What follows belongs to an exercise in optimizing a design on an open flow for small area; a production flow would make more cautious choices.
Where RTL was checked, it was by simulation tests only, not by an equivalence proof against the original.
No activity file was given, so power comes from the tool's default toggle rates.

==> inputs of v8 <==
// lane_pid
module lane_pid (
    input  wire               clk,
    input  wire               rst,
    input  wire               start,
    input  wire               load,
    output wire               ready,
    output reg                done,
    input  wire        [1:0]  op,
    input  wire               pv_prev,
    input  wire               dmeas,
    input  wire               inhib_up,
    input  wire               inhib_dn,
    input  wire signed [31:0] sp_in,
    input  wire signed [31:0] pv,
    input  wire signed [31:0] g_sp,
    input  wire signed [31:0] g_out,
    input  wire signed [31:0] u_ref,
    input  wire signed [31:0] kp,
    input  wire signed [31:0] ki,
    input  wire signed [31:0] kd,
    input  wire signed [31:0] kf,
    input  wire        [4:0]  sh_p,
    input  wire        [4:0]  sh_i,
    input  wire        [4:0]  sh_d,
    input  wire        [4:0]  sh_f,
    input  wire signed [31:0] ilim_lo,
    input  wire signed [31:0] ilim_hi,
    input  wire signed [31:0] out_lo,
    input  wire signed [31:0] out_hi,
    input  wire signed [31:0] ld_f,
    input  wire        [31:0] ld_fres,
    input  wire signed [31:0] ld_i,
    input  wire        [31:0] ld_ires,
    output wire signed [31:0] u,
    output reg  signed [31:0] p_out,
    output reg  signed [31:0] d_out,
    output wire signed [31:0] f_out,
    output wire        [31:0] fres_out,
    output wire signed [31:0] i_out,
    output wire        [31:0] ires_out,
    output reg         [4:0]  sat,
    output reg                frozen
);
clock: 150.0 ns
lec_check: 0
cap_margin: 0
core_area: 4 4 276 276
die_area: 0 0 280 280
slew_margin: 0
standard.sh (not shown) runs the stock make flow with config.mk's settings and CLKGATE_MAP_FILE= SYNTH_SCRIPT=/design/flow/synth_recipe.tcl, a recipe that flattens the netlist after the stock synthesis.
==> flow/flow/run.sh <==
#!/bin/bash
# Own layout flow: the standard ORFS flow (standard.sh) with
#  - synthesis mapped by ABC for area (flow/synth.tcl, flow/abc_area.script),
#  - one sky130_fd_sc_hd__buf_1 on every input and output port,
#  - a clock tree of smaller buffers without dummy loads.
# make's full output goes to flow_make.log here; ORFS's per-step logs stay under orfs/logs.
set -euo pipefail
W=$(pwd)
export OWN_ABC_SCRIPT="$W/flow/abc_area.script"
bash "$W/standard.sh" \
  "SYNTH_SCRIPT=$W/flow/synth.tcl" \
  "BUFFER_PORTS_ARGS=-buffer_cell sky130_fd_sc_hd__buf_1" \
  "CTS_ARGS=-sink_clustering_enable -repair_clock_nets -dont_use_dummy_load -buf_list sky130_fd_sc_hd__clkbuf_16 -sink_clustering_size 24 -sink_clustering_max_diameter 80" \
  finish > "$W/flow_make.log" 2>&1
==> flow/flow/abc_area.script <==
strash
ifraig
scorr
dc2
strash
&get -n
&dch -f
&nf -R 1000
&put
==> flow/flow/synth.tcl <==
# The standard synthesis (synth_recipe.tcl) with one change: ABC maps the logic
# with an area-oriented script instead of ORFS's delay-oriented one. Everything
# before ABC, and so every register's name and cell, is the standard's.
proc synth {args} { yosys synth -nofsm -noshare {*}$args }
proc abc {args} {
  set i [lsearch -exact $args -script]
  if {$i >= 0} { set args [lreplace $args $i [expr {$i + 1}] -script $::env(OWN_ABC_SCRIPT)] }
  set i [lsearch -exact $args -D]
  if {$i >= 0} { set args [lreplace $args $i [expr {$i + 1}]] }
  yosys abc {*}$args
}
source $::env(SCRIPTS_DIR)/synth.tcl
# left out here: clear keep_hierarchy, flatten, clean up, hide names made inside functions, write 1_2_yosys.v
==> inputs of v5, as changes to v8 <==
--- a/flow/flow/run.sh
+++ b/flow/flow/run.sh
@@ -11,4 +11,4 @@
   "SYNTH_SCRIPT=$W/flow/synth.tcl" \
   "BUFFER_PORTS_ARGS=-buffer_cell sky130_fd_sc_hd__buf_1" \
-  "CTS_ARGS=-sink_clustering_enable -repair_clock_nets -dont_use_dummy_load -buf_list sky130_fd_sc_hd__clkbuf_16 -sink_clustering_size 24 -sink_clustering_max_diameter 80" \
+  "CTS_ARGS=-sink_clustering_enable -repair_clock_nets -dont_use_dummy_load -buf_list sky130_fd_sc_hd__clkbuf_8 -sink_clustering_size 14 -sink_clustering_max_diameter 80" \
   finish > "$W/flow_make.log" 2>&1
==> flow/flow/abc_area.script (replaced) <==
strash
ifraig
scorr
dc2
strash
&get -n
&deepsyn -T 60
&dch -f
&nf -R 1000
&put
GPL_TIMING_DRIVEN = 0   (was default)
==> comparison table <==
| item | v8 | v5 |
|---|---|---|
| Status | timing/DRC/antenna clean | timing/DRC/antenna clean |
| Initial drt markers | 3,080 | 2,655 |
| Overall power after layout | 0.300 mW | 0.438 mW |
| Worst setup slack after layout | 100,150 ps | 99,970 ps |
| Post-detailed-placement cell area | 21,600 sq um | 21,300 sq um |
| Antenna cell count | 9 | 22 |
| Synthesized-area fraction occupied by ao, oa, aoi and oai cells | 32.5% | 30.3% |
| Wire length of the first global-routing pass | 152 mm | 147 mm |
| Stage delay of the slowest cell on the critical path | 910 ps | 900 ps |
| Power density relative to cell area | 13.5 nW/um^2 | 20.1 nW/um^2 |
| Clock network area share | 2.92% | 1.77% |
| Mean instance size in the synthesized netlist | 9.29 sq um | 9.51 sq um |
| Clock Root Buffer | clkbuf_16 | clkbuf_8 |
| Met3 routing resource usage after global routing | 6.47% | 7.14% |
| Cell count after synthesis | 1,801 | 1,685 |
| Reg2reg end | f_q[23] | a[29] |
| Layout Utilization | 30.4% | 29.7% |
| Flop pwr share | 39.0% | 33.8% |
| Share of Yosys cell area claimed by the top area cell type | 24.2% | 25.3% |
| Worst setup slack before clock tree synthesis | 99,560 ps | 99,060 ps |
| Detailed-routed wire length on met2 | 49.6 mm | 49.6 mm |
| Count of inverters not on the clock network in the layout | 25 | 57 |
| #MultiIn Comb | 1,493 | 1,345 |
| Met1 Use GR | 36.6% | 32.7% |
| Sum of met3 wire segment lengths after detailed routing | 11.1 mm | 11.4 mm |
| Final Cycle Share | 33.2% | 33.4% |

==> run K: inputs <==
Another version of the RTL of lane_pid (not shown whole).
export LEC_CHECK = 0
export CAP_MARGIN = 20
export CORE_MARGIN = 2
export CORE_UTILIZATION = 40
export SLEW_MARGIN = 20
create_clock -name core_clock -period 150.0 [get_ports {clk}]
==> flow/flow/run.sh <==
#!/bin/bash
# Own layout flow: the standard ORFS flow (standard.sh) with
#  - synthesis mapped by ABC for area (flow/synth.tcl, flow/abc_area.script),
#  - one sky130_fd_sc_hd__buf_1 on every input and output port,
#  - a clock tree of smaller buffers without dummy loads.
# make's full output goes to flow_make.log here; ORFS's per-step logs stay under orfs/logs.
set -euo pipefail
W=$(pwd)
export OWN_ABC_SCRIPT="$W/flow/abc_area.script"
bash "$W/standard.sh" \
  "SYNTH_SCRIPT=$W/flow/synth.tcl" \
  "BUFFER_PORTS_ARGS=-buffer_cell sky130_fd_sc_hd__buf_1" \
  "CTS_ARGS=-sink_clustering_enable -repair_clock_nets -dont_use_dummy_load -buf_list sky130_fd_sc_hd__clkbuf_8 -sink_clustering_size 30 -sink_clustering_max_diameter 100" \
  finish > "$W/flow_make.log" 2>&1
==> flow/flow/abc_area.script <==
strash
ifraig
scorr
dc2
strash
&get -n
&dch -f
&nf -R 1000
&put
Scripts as last shown in full above: flow/flow/synth.tcl
==> inputs of run B, as changes to run K <==
--- a/flow/design.v
+++ b/flow/design.v
@@ -66,13 +66,13 @@
     reg  [1:0]  ph;
     reg  [5:0]  cnt;
     reg  signed [33:0] a;
     reg  [31:0] q;
     reg  signed [31:0] f_q, i_q;
     reg  [30:0] fres_q, ires_q;
-    reg         below, above, gt, di_pos, di_neg, pass2;
+    reg         below, above, gt, di_pos, di_neg;
     assign f_out    = f_q;
     assign i_out    = i_q;
     assign fres_out = {1'b0, fres_q};
     assign ires_out = {1'b0, ires_q};
     assign ready    = (st == S_IDLE);
     wire restart = (op == 2'd1) && !pv_prev;
@@ -84,51 +84,51 @@
             PH_P:    begin coef = kp; shs = sh_p; end
             PH_F:    begin coef = kf; shs = sh_f; end
             PH_D:    begin coef = kd; shs = sh_d; end
             default: begin coef = ki; shs = sh_i; end
         endcase
     end
-    wire        rnd_mode = (ph == PH_P) || (ph == PH_D);
-    wire        off_neg  = (coef[31] ^ q[31]) && (shs != 5'd0);
-    wire        rnd_bit  = ({1'b0, cnt[4:0]} + 6'd1) == {1'b0, shs};
-    wire        res_bit  = (ph == PH_F) ? (fres_q[0] && !restart) : ires_q[0];
+    wire [31:0] onehot = (shs == 5'd0) ? 32'd0 : (32'd1 << (shs - 5'd1));
+    wire        off_neg = (coef[31] ^ q[31]) && (shs != 5'd0);
     reg  [2:0] xsel;
     reg  [4:0] ysel;
     reg        yinv, cin;
     reg        sat_en, prod;
     reg        a_we, q_we, q_sh;
-    reg        p_we, d_we, u_we, f_we, i_we;
+    reg        p_we, d_we, u_we, f_we, i_we, ires_we;
     reg        fl_p, fl_i, fl_d, fl_s, fl_o, fl_lim_i, fl_lim_o;
     reg  [5:0] st_n;
     wire lim_out = (st == S_S5) || (st == S_S6) || (st == S_S7) ||
                    (st == S_B2) || (st == S_B3) || (st == S_B4) ||
                    (st == S_Z4) || (st == S_Z5);
     always @(*) begin
         xsel = X_Z; ysel = Y_0; yinv = 1'b0; cin = 1'b0; sat_en = 1'b0; prod = 1'b0;
         a_we = 1'b0; q_we = 1'b0; q_sh = 1'b0;
-        p_we = 1'b0; d_we = 1'b0; u_we = 1'b0; f_we = 1'b0; i_we = 1'b0;
+        p_we = 1'b0; d_we = 1'b0; u_we = 1'b0; f_we = 1'b0; i_we = 1'b0; ires_we = 1'b0;
         fl_p = 1'b0; fl_i = 1'b0; fl_d = 1'b0; fl_s = 1'b0; fl_o = 1'b0;
         fl_lim_i = 1'b0; fl_lim_o = 1'b0;
         st_n = st;
         case (st)
             S_IDLE: if (start) st_n = S_E1;
             S_E1: begin ysel = Y_SPIN; a_we = 1'b1; st_n = S_E2; end
             S_E2: begin xsel = X_A; ysel = Y_GSP; sat_en = 1'b1; a_we = 1'b1; fl_p = 1'b1; st_n = S_E3; end
             S_E3: begin
                 xsel = X_A; ysel = Y_PV; yinv = 1'b1; cin = 1'b1; sat_en = 1'b1; fl_p = 1'b1;
                 if (ph == PH_F) begin a_we = 1'b1; st_n = S_D2; end
-                else begin q_we = 1'b1; st_n = S_MUL; end
+                else begin q_we = 1'b1; st_n = (ph == PH_P) ? S_OFF : S_I0; end
+            end
+            S_OFF: begin
+                xsel = off_neg ? X_M1 : X_Z; ysel = Y_OH; a_we = 1'b1; st_n = S_MUL;
             end
             S_MUL: begin
-                xsel = (cnt[4:0] != 5'd0) ? X_A1 : (rnd_mode && off_neg) ? X_M1 : X_Z;
+                xsel = (cnt[4:0] == 5'd0) ? X_A : X_A1;
                 ysel = q[0] ? Y_COEF : Y_0;
                 yinv = q[0] && (cnt[4:0] == 5'd31);
-                cin  = (cnt[4:0] == 5'd31) ? q[0] : rnd_mode ? rnd_bit : res_bit;
+                cin  = q[0] && (cnt[4:0] == 5'd31);
                 a_we = 1'b1; q_sh = 1'b1;
                 if (cnt[4:0] == 5'd31) st_n = S_POST;
-                if (cnt[4:0] == 5'd30 && pass2) st_n = S_S1;
             end
             S_POST: begin
                 xsel = (cnt >= 6'd4) ? X_A4 : X_A1; a_we = 1'b1; q_sh = 1'b1;
                 if (cnt == 6'd4 || cnt == 6'd1)
                     case (ph)
                         PH_P:    st_n = S_PW;
@@ -142,29 +142,31 @@
                 st_n = dmeas ? S_DX1 : S_E1;
             end
             S_DX1: begin ysel = Y_PV; yinv = 1'b1; cin = 1'b1; a_we = 1'b1; st_n = S_D2; end
             S_D2:  begin xsel = X_A; f_we = restart; st_n = S_D3; end
             S_D3:  begin
                 xsel = X_A; ysel = Y_F; yinv = 1'b1; cin = 1'b1; sat_en = 1'b1; q_we = 1'b1;
-                fl_d = 1'b1; st_n = S_MUL;
+                fl_d = 1'b1; st_n = S_D4;
             end
+            S_D4:  begin ysel = restart ? Y_0 : Y_FRES; a_we = 1'b1; st_n = S_MUL; end
             S_F1:  begin ysel = Y_QX; a_we = 1'b1; st_n = S_F2; end
             S_F2:  begin xsel = X_A; ysel = Y_F; sat_en = 1'b1; a_we = 1'b1; fl_d = 1'b1; st_n = S_F3; end
             S_F3:  begin
                 xsel = X_A; ysel = Y_F; yinv = 1'b1; cin = 1'b1; sat_en = 1'b1; q_we = 1'b1;
                 fl_d = 1'b1; st_n = S_F4;
             end
-            S_F4:  begin xsel = X_A; f_we = 1'b1; st_n = S_MUL; end
+            S_F4:  begin xsel = X_A; f_we = 1'b1; st_n = S_OFF; end
             S_DW:  begin
                 ysel = Y_Q; prod = 1'b1; sat_en = 1'b1; d_we = 1'b1; fl_d = 1'b1;
                 case (op)
                     2'd0:    st_n = S_E1;
                     2'd1:    st_n = S_T1;
                     default: st_n = S_B1;
                 endcase
             end
+            S_I0:  begin ysel = Y_IRES; a_we = 1'b1; u_we = 1'b1; st_n = S_MUL; end
             S_I1:  begin ysel = Y_Q; prod = 1'b1; sat_en = 1'b1; q_we = 1'b1; fl_i = 1'b1; st_n = S_I2; end
             S_I2:  begin xsel = X_M1; ysel = Y_Q; a_we = 1'b1; st_n = S_I3; end
             S_I3:  begin xsel = X_A; ysel = Y_I; cin = 1'b1; a_we = 1'b1; st_n = S_C1; end
             S_C1:  begin xsel = X_A; ysel = Y_ILIM; yinv = 1'b1; cin = 1'b1; st_n = S_C2; end
             S_C2:  begin xsel = X_A; ysel = Y_ILIM; yinv = 1'b1; st_n = S_C3; end
             S_C3:  begin
@@ -175,13 +177,14 @@
             S_Z1:  begin ysel = Y_P; a_we = 1'b1; st_n = S_Z2; end
             S_Z2:  begin xsel = X_A; ysel = Y_D; a_we = 1'b1; st_n = S_Z3; end
             S_Z3:  begin xsel = X_A; ysel = Y_Q; a_we = 1'b1; st_n = S_Z4; end
             S_Z4:  begin xsel = X_A; ysel = Y_OLIM; yinv = 1'b1; st_n = S_Z5; end
             S_Z5:  begin xsel = X_A; ysel = Y_OLIM; yinv = 1'b1; cin = 1'b1; st_n = S_Z6; end
             S_Z6:  begin
-                ysel = Y_Q; i_we = !frozen; st_n = frozen ? S_S1 : S_E1;
+                xsel = X_Z; ysel = frozen ? Y_U : Y_Q;
+                i_we = !frozen; ires_we = frozen; st_n = S_S1;
             end
             S_S1:  begin ysel = Y_P; a_we = 1'b1; st_n = S_S2; end
             S_S2:  begin xsel = X_A; ysel = Y_D; a_we = 1'b1; st_n = S_S3; end
             S_S3:  begin xsel = X_A; ysel = Y_I; sat_en = 1'b1; a_we = 1'b1; fl_s = 1'b1; st_n = S_S4; end
             S_S4:  begin xsel = X_A; ysel = Y_GOUT; sat_en = 1'b1; a_we = 1'b1; fl_o = 1'b1; st_n = S_S5; end
             S_S5:  begin xsel = X_A; ysel = Y_OLIM; yinv = 1'b1; cin = 1'b1; st_n = S_S6; end
@@ -220,50 +223,44 @@
     always @(*) begin
         yext = 1'b0;
         case (ysel)
             Y_SPIN: yv = sp_in;
             Y_GSP:  yv = g_sp;
             Y_PV:   yv = pv;
+            Y_OH:   yv = onehot;
             Y_COEF: yv = coef;
+            Y_FRES: yv = {1'b0, fres_q};
+            Y_IRES: yv = {1'b0, ires_q};
             Y_F:    yv = f_q;
             Y_Q:    yv = q;
             Y_QX:   begin yv = q; yext = a[0]; end
             Y_P:    yv = p_out;
             Y_D:    yv = d_out;
             Y_I:    yv = i_q;
+            Y_U:    yv = u;
             Y_ILIM, Y_OLIM:
                     yv = pick ? (below ? lim_lo : above ? lim_hi : 32'd0)
                               : (cmp_lo ? lim_lo : lim_hi);
             Y_GOUT: yv = g_out;
             Y_UREF: yv = u_ref;
             default: yv = 32'd0;
         endcase
         if (ysel != Y_QX) yext = yv[31];
     end
     wire [34:0] yw  = {{3{yext}}, yv};
-    wire [34:0] yo = yinv ? ~yw : yw;
-    wire [35:0] cy;
-    wire [34:0] bus;
-    assign cy[0] = cin;
-    genvar gi;
-    generate
-        for (gi = 0; gi < 35; gi = gi + 1) begin : g_add
-            assign bus[gi]    = xv[gi] ^ yo[gi] ^ cy[gi];
-            assign cy[gi + 1] = (xv[gi] & yo[gi]) | (cy[gi] & (xv[gi] ^ yo[gi]));
-        end
-    endgenerate
+    wire [34:0] bus = xv + (yinv ? ~yw : yw) + {34'd0, cin};
     wire hi_ok = prod ? ((a == {34{q[31]}})) : (bus[34:31] == 4'b0000 || bus[34:31] == 4'b1111);
     wire neg   = prod ? a[33] : bus[34];
     wire is_min = bus[31] && (bus[30:0] == 31'd0);
     wire clip_hi = !hi_ok && !neg;
     wire clip_lo = (!hi_ok && neg) || (hi_ok && is_min);
     wire clip  = clip_hi || clip_lo;
     wire [31:0] sv = clip_hi ? 32'h7fffffff : clip_lo ? 32'h80000001 : bus[31:0];
     wire [33:0] rb = sat_en ? {{2{sv[31]}}, sv} : bus[33:0];
-    wire rsh    = (st == S_MUL) && (cnt[4:0] != 5'd31);
-    wire capbit = bus[0] && (cnt[4:0] < shs);
+    wire cap    = (st == S_MUL) && (cnt[4:0] != 5'd0);
+    wire capbit = a[0] && ({1'b0, cnt[4:0]} <= {1'b0, shs});
     wire lim_i = below | above;
     always @(posedge clk) begin
         if (rst) begin
             st     <= S_IDLE;
             done   <= 1'b0;
             f_q    <= 32'sd0;
@@ -275,39 +272,38 @@
             done <= (st != S_IDLE) && (st_n == S_IDLE);
             if (st == S_IDLE) begin
                 if (start) begin
                     sat    <= 5'd0;
                     frozen <= 1'b0;
                     ph     <= PH_P;
-                    pass2  <= 1'b0;
                 end else if (load) begin
                     f_q    <= ld_f;
                     fres_q <= ld_fres[30:0];
                     i_q    <= ld_i;
                     ires_q <= ld_ires[30:0];
                 end
             end
             if (f_we) f_q <= rb[31:0];
             if (i_we) i_q <= rb[31:0];
-            if (rsh && ph == PH_F) fres_q <= {capbit, fres_q[30:1]};
-            if (rsh && ph == PH_I) ires_q <= {pass2 ? capbit : ires_q[0], ires_q[30:1]};
+            if (ires_we) ires_q <= rb[30:0];
+            if (cap && ph == PH_F) fres_q <= {capbit, fres_q[30:1]};
+            if (cap && ph == PH_I) ires_q <= {capbit, ires_q[30:1]};
             if (st == S_C3 && op != 2'd0) ires_q <= 31'd0;
         end
         if (a_we) a <= rb;
         if (q_we) q <= rb[31:0];
         else if (q_sh) q <= (xsel == X_A4) ? {a[3:0], q[31:4]} : {a[0], q[31:1]};
         if (p_we) p_out <= rb[31:0];
         if (d_we) d_out <= rb[31:0];
         if (u_we) u <= rb[31:0];
-        if (st == S_E3 || st == S_D3 || st == S_F4) cnt <= 6'd0;
+        if (st == S_OFF || st == S_D4 || st == S_I0) cnt <= 6'd0;
         else if (st == S_MUL) cnt <= (cnt[4:0] == 5'd31) ? ({1'b0, shs} + 6'd1) : cnt + 6'd1;
         else if (st == S_POST) cnt <= (cnt >= 6'd4) ? cnt - 6'd4 : cnt - 6'd1;
         if (st == S_PW) ph <= PH_F;
         if (st == S_F4) ph <= PH_D;
         if (st == S_DW) ph <= PH_I;
-        if (st == S_Z6) pass2 <= 1'b1;
         if (cmp_lo) below <= bus[34];
         if (st == S_C2 || st == S_S6 || st == S_B3 || st == S_Z4) above <= !bus[34];
         if (st == S_Z4) gt <= !bus[34];
         if (st == S_I2) begin di_pos <= !bus[34]; di_neg <= q[31]; end
         if (st == S_Z5)
             frozen <= (gt && di_pos) || (bus[34] && di_neg) || (inhib_up && di_pos) || (inhib_dn && di_neg);
==> flow/run.sh (new file) <==
#!/bin/bash
# synth_recipe.tcl (not shown) runs the flow's synth.tcl, then flattens the netlist and writes it again
# the make line also repeats each setting of config.mk as NAME=value (left out here)
make -C /OpenROAD-flow-scripts/flow DESIGN_CONFIG=/design/flow/config.mk WORK_HOME=/design/flow/orfs CLKGATE_MAP_FILE= SYNTH_SCRIPT=/design/flow/synth_recipe.tcl finish
removed: flow/flow/run.sh
removed: flow/flow/abc_area.script
removed: flow/flow/synth.tcl
removed: flow/standard.sh
==> run notes <==
Warnings from Yosys: run B 1; run K 1
Count leader, synth: run B sky130_fd_sc_hd__nor2_1; run K sky130_fd_sc_hd__nand2_1
Synth Cell Area: run B 22460 um^2; run K 17660 um^2
Chip height: run B 241.0 um; run K 214.1 um
Post-synthesis share of cell area spent on and, or, nand and nor gates: run B 18.05%; run K 16.07%
Mux cell area share after synthesis: run B 4.507%; run K 1.587%
Cell count after synthesis: run B 2679; run K 1820
Std cell rows: run B 86; run K 76
Cell taking the most area after synthesis: run B sky130_fd_sc_hd__edfxtp_1; run K sky130_fd_sc_hd__edfxtp_1
Parity-gate share of the synthesized area counting xor and xnor cells: run B 2.613%; run K 2.083%
Avg Cell Area, Syn: run B 8.384 um^2; run K 9.704 um^2
Number of distinct library cell variants in the gate-level netlist after synthesis: run B 96; run K 53
Portion of synthesized cell area occupied by the leading cell type: run B 22.46%; run K 28.56%
Initial core utilization: run B 40.61%; run K 40.73%
Primary FF master, synth: run B sky130_fd_sc_hd__edfxtp_1; run K sky130_fd_sc_hd__edfxtp_1
Flop and latch count out of synthesis: run B 314; run K 315
Async set-or-reset flop fraction in the synthesized netlist: run B 0%; run K 0%
Result of the run: run B finished clean; run K did not finish
Last stage reached: run B -; run K I/O pin placement (3_2_place_iop)
Number of enable flip-flop cells after synthesis: run B 168; run K 168
Compound-gate portion of the synthesized area: run B 31.31%; run K 29.09%
Sequential cell area fraction in the yosys report: run B 35.47%; run K 45.23%
Post-synthesis share of cell area spent on full adders, half adders and majority gates: run B 3.131%; run K 5.200%
Die W: run B 241.0 um; run K 214.1 um
No functional check of the RTL was part of run K.

## port drivers added, routing unchanged
In the flow no input, the clock included, has a driving cell. The finished layouts below were timed again as built, in two steps. Step 1 assumes that a clkbuf_16 drives the clock port and a buf_2 every other input. Step 2, shift: input delay + t, output delay - t, t = (earliest + latest rising clock arrival at the registers) / 2. This alone moves slack from input paths to output paths. Three values: no drivers, after step 1, after step 2; two values: the first two.
run	t, ns	slack for setup (ns)	clock arrival spread, ns
v8	0.643	100.145 / 100.179 / 99.537	0.085 / 0.085
v5	0.713	99.975 / 100.007 / 99.294	0.057 / 0.058
run B	0.657	111.094 / 111.135 / 110.478	0.043 / 0.042
After both steps setup and hold are still met in every run listed. The setup slack of v5, which loses most, moves by +0.032 ns with the drivers and by -0.681 ns with both steps.
